This design comes from an exercise in tuning for small area, a short achievable clock period and few clock cycles on the open sky130 flow, not from production work.
Only simulation tests tie the RTL to the original design; equivalence was not proved.
No activity file was given, so power comes from the tool's default toggle rates.

==> job 6632 <==
==> flow/design.v (excerpt) <==
module police_meter #(
    parameter M  = 8,            
    parameter MW = 3             
) (
    input  wire        clk,
    input  wire        rst,
    input  wire        req_valid,
    output wire        req_ready,
    input  wire [1:0]  req_op,         
    input  wire [MW-1:0] req_meter,
    input  wire [47:0] req_time,       
    input  wire [13:0] req_len,        
    input  wire [7:0]  req_event,      
    input  wire [23:0] req_rate,       
    input  wire [20:0] req_burst,      
    input  wire        req_mode,       
    input  wire [5:0]  req_overhead,   
    input  wire [7:0]  req_open_id,    
    input  wire [7:0]  req_close_id,   
    input  wire [2:0]  req_flags,      
    output reg         resp_valid,
    output reg  [1:0]  resp_code,      
    output reg  [71:0] resp_tat,
    output reg  [M-1:0] resp_gates
);
==> flow/config.mk <==
export PLATFORM = sky130hd
export DESIGN_NAME = police_meter
export DESIGN_NICKNAME = police_meter
export VERILOG_FILES = /design/flow/design.v
export SDC_FILE = /design/flow/constraint.sdc
export NUM_CORES = 4
export LEC_CHECK = 0
export ABC_CLOCK_PERIOD_IN_PS = 5000
export CAP_MARGIN = 20
export CORE_MARGIN = 2
export CORE_UTILIZATION = 60
export CTS_CLUSTER_DIAMETER = 100
export CTS_CLUSTER_SIZE = 25
export SLEW_MARGIN = 20
==> flow/constraint.sdc <==
create_clock -name core_clock -period 22.0 [get_ports {clk}]
set_input_delay 4.4000 -clock core_clock [delete_from_list [all_inputs] [get_ports {clk}]]
set_output_delay 4.4000 -clock core_clock [all_outputs]
set_load 0.01 [all_outputs]
standard.sh (not shown) runs the stock make flow with config.mk's settings and CLKGATE_MAP_FILE= SYNTH_SCRIPT=/design/flow/synth_recipe.tcl, a recipe that flattens the netlist after the stock synthesis.
==> flow/flow/run.sh <==
#!/bin/bash
set -euo pipefail
export SETUP_SLACK_MARGIN=16
bash standard.sh > flow_make.log 2>&1
==> inputs of job 8311, as changes to job 6632 <==
--- a/flow/design.v
+++ b/flow/design.v
@@ -67,11 +67,13 @@
             s0_flags <= req_flags;
         end
         s0_len <= req_len;
         s0_ev  <= req_event;
     end
+    reg          dv_first;         
     reg          dv_run;           
+    reg          dv_wbt;           
     reg          dv_fin;           
     reg  [4:0]   dv_cnt;           
     reg  [23:0]  dv_rem;
     reg  [47:0]  dv_q;             
     reg  [66:0]  dv_p;             
@@ -96,27 +98,33 @@
     wire [26:0]  dv_d2  = dv_x - {2'd0, s0_rate, 1'b0};
     wire [26:0]  dv_d3  = dv_x - {3'd0, s0_rate} - {2'd0, s0_rate, 1'b0};
     wire [1:0]   dv_dig = !dv_d3[26] ? 2'd3 : !dv_d2[26] ? 2'd2 : !dv_d1[26] ? 2'd1 : 2'd0;
     wire [23:0]  dv_remn = !dv_d3[26] ? dv_d3[23:0] : !dv_d2[26] ? dv_d2[23:0] :
                            !dv_d1[26] ? dv_d1[23:0] : dv_x[23:0];
-    wire [23:0]  dv_plo = {1'b0, dv_p[20:0], 2'b00} +
+    wire [66:0]  dv_pp  = dv_first ? 67'd0 : dv_p;
+    wire [23:0]  dv_plo = {1'b0, dv_pp[20:0], 2'b00} +
                           (dv_d[1] ? {2'b0, s0_burst, 1'b0} : 24'd0) +
                           (dv_d[0] ? {3'b0, s0_burst}       : 24'd0);
-    wire [43:0]  dv_phi = dv_p[64:21] + {43'd0, dv_plo[23]};
+    wire [43:0]  dv_phi = dv_pp[64:21] + {43'd0, dv_plo[23]};
     wire [66:0]  dv_pn  = {dv_phi, dv_plo[22:0]};
     always @(posedge clk) begin
         if (rst) begin
             rdy      <= 1'b1;
             s0_v     <= 1'b0;
+            dv_first <= 1'b0;
             dv_run   <= 1'b0;
             dv_fin   <= 1'b0;
+            dv_wbt   <= 1'b0;
         end else begin
+            dv_first <= 1'b0;
+            dv_wbt   <= dv_fin;
             dv_fin   <= 1'b0;
             if (rdy) begin
                 s0_v <= req_valid;
                 if (acc_commit) begin
                     rdy      <= 1'b0;
+                    dv_first <= 1'b1;
                     dv_run   <= 1'b1;
                 end
             end
             if (dv_run && dv_cnt == 5'd0) begin
                 dv_run <= 1'b0;
@@ -126,19 +134,18 @@
         end
         if (acc_commit) begin
             dv_rem <= dv_rem0;
             dv_q   <= dv_q0;
             dv_cnt <= dv_n0;
-            dv_p   <= 67'd0;
             dv_d   <= 2'd0;
         end else begin
             dv_rem <= dv_remn;
             dv_q   <= {dv_q[45:0], dv_dig};
             dv_cnt <= dv_cnt - 5'd1;
-            dv_p   <= dv_pn;
             dv_d   <= dv_dig;
         end
+        dv_p <= dv_pn;
     end
     reg          s1_v;
     reg  [1:0]   s1_op;
     reg  [MW-1:0] s1_m;
     reg  [47:0]  s1_time;
@@ -167,16 +174,17 @@
         s1_time <= s0_time;
         s1_ev   <= (s0_op == OP_COMMIT) ? {3'd0, c_ogc, c_chg, s0_flags} : s0_ev;
         s1_x    <= (s0_op == OP_COMMIT) ? 15'd0 : {1'b0, s0_len} + {9'd0, xoh[s0_m]};
         if (dv_fin) begin
             tper[s0_m] <= dv_q[46:0];
-            btv[s0_m]  <= dv_pn;
             xoh[s0_m]  <= s0_mode ? s0_oh : 6'd0;
             oid[s0_m]  <= s0_oid;
             cid[s0_m]  <= s0_cid;
             gctl[s0_m] <= s0_flags[0];
         end
+        if (dv_wbt)
+            btv[s1_m] <= dv_p;
     end
     wire [61:0]  s2_ms;
     wire [61:0]  s2_mc;
     wire mb_one0 = s1_x[0] ^ 1'b0;
     wire mb_two0 = (s1_x[1] & ~s1_x[0] & ~1'b0) | (~s1_x[1] & s1_x[0] & 1'b0);
--- a/flow/config.mk
+++ b/flow/config.mk
@@ -8,7 +8,7 @@
 export ABC_CLOCK_PERIOD_IN_PS = 5000
 export CAP_MARGIN = 20
 export CORE_MARGIN = 2
 export CORE_UTILIZATION = 60
 export CTS_CLUSTER_DIAMETER = 100
-export CTS_CLUSTER_SIZE = 25
+export CTS_CLUSTER_SIZE = 20
 export SLEW_MARGIN = 20
==> inputs of job 9519, as changes to job 6632 <==
==> flow/flow/run.sh (replaced) <==
#!/bin/bash
set -euo pipefail
export SETUP_SLACK_MARGIN=16.3
bash standard.sh > flow_make.log 2>&1
==> summary of the runs <==
Total power: job 6632 < job 9519 < job 8311. First-iteration DRC count: job 8311 is larger than job 6632 (3.2%). Of job 9519 and job 6632, job 9519 has the higher worst hold slack (gap 0.014 ns). Between job 8311 and job 9519, the lower die area is in job 9519 (gap 0.86%, measured against job 9519). Global-route usage, lowest first: job 6632, job 9519, job 8311. Against job 6632, the clock skew of job 9519 is lower by 0.015 ns.
==> figures <==
| quantity | job 6632 | job 8311 | job 9519 |
|---|---|---|---|
| Flip-flop and latch count after synthesis | 2607 | 2611 | 2607 |
| Number of combinational gates with multiple inputs | 6792 | 6965 | 6793 |
| Fillcell total | 16700 | 16700 | 16700 |
| Outcome | no timing/DRC/antenna violations | no timing/DRC/antenna violations | no timing/DRC/antenna violations |
| Detailed-routed wire length on met3 | 32.7 mm | 34.3 mm | 34.8 mm |
| Largest voltage drop on the vdd net | 0.178 mV | 0.231 mV | 0.214 mV |
| Final critical-path share of the clock period | 27.5% | 27.1% | 26.6% |
| Post-Route Skew | 0.0708 ns | 0.0783 ns | 0.0561 ns |
| Worst skew pair latency | 0.87 ns | 0.88 ns | 0.88 ns |
| Switching share of total power | 44.9% | 47.2% | 45.0% |
| Mean area per synthesized cell | 12.7 sq um | 12.5 sq um | 12.7 sq um |
| Destination of the worst hold path | s2_time[41] | s1_time[4] | s2_ev[1] |
| DIE WIDTH | 481 um | 483 um | 481 um |
| Number of ordinary and repair buffers in the finished layout | 425 | 432 | 487 |
Testbench counts of job 6632, summed over its fixed seeds: cycles 26,348.
Testbench counts of job 8311, summed over its fixed seeds: cycles 26,348.
Testbench counts of job 9519, summed over its fixed seeds: cycles 26,348.

[static timing again, ports no longer ideal]
In the flow no input, the clock included, has a driving cell. The finished layouts below were timed again as built, in two steps. Step 1 sets driving cells, clkbuf_16 on the clock port and buf_2 on the other inputs (assumed; they add their load-dependent delay and slew). Step 2 also shifts input and output timing later by t, the mid clock arrival at the registers, as if the neighbouring blocks saw the same clock. a / b / c = ideal ports / drivers / drivers and shift; a / b = the first two.
run | t (ns) | slack for setup (ns) | worst setup path at the end | worst data-port slew with drivers (ns)
job 6632 | 0.939 | 15.961 / 15.961 / 15.142 | input to register | 0.09
job 8311 | 0.939 | 16.047 / 15.949 / 15.222 | input to register | 0.09
job 9519 | 0.949 | 16.140 / 16.044 / 15.430 | input to register | 0.08
After both steps every run listed still meets setup and hold. The setup slack of job 8311, which loses most, moves by -0.098 ns with the drivers and by -0.825 ns with both steps.
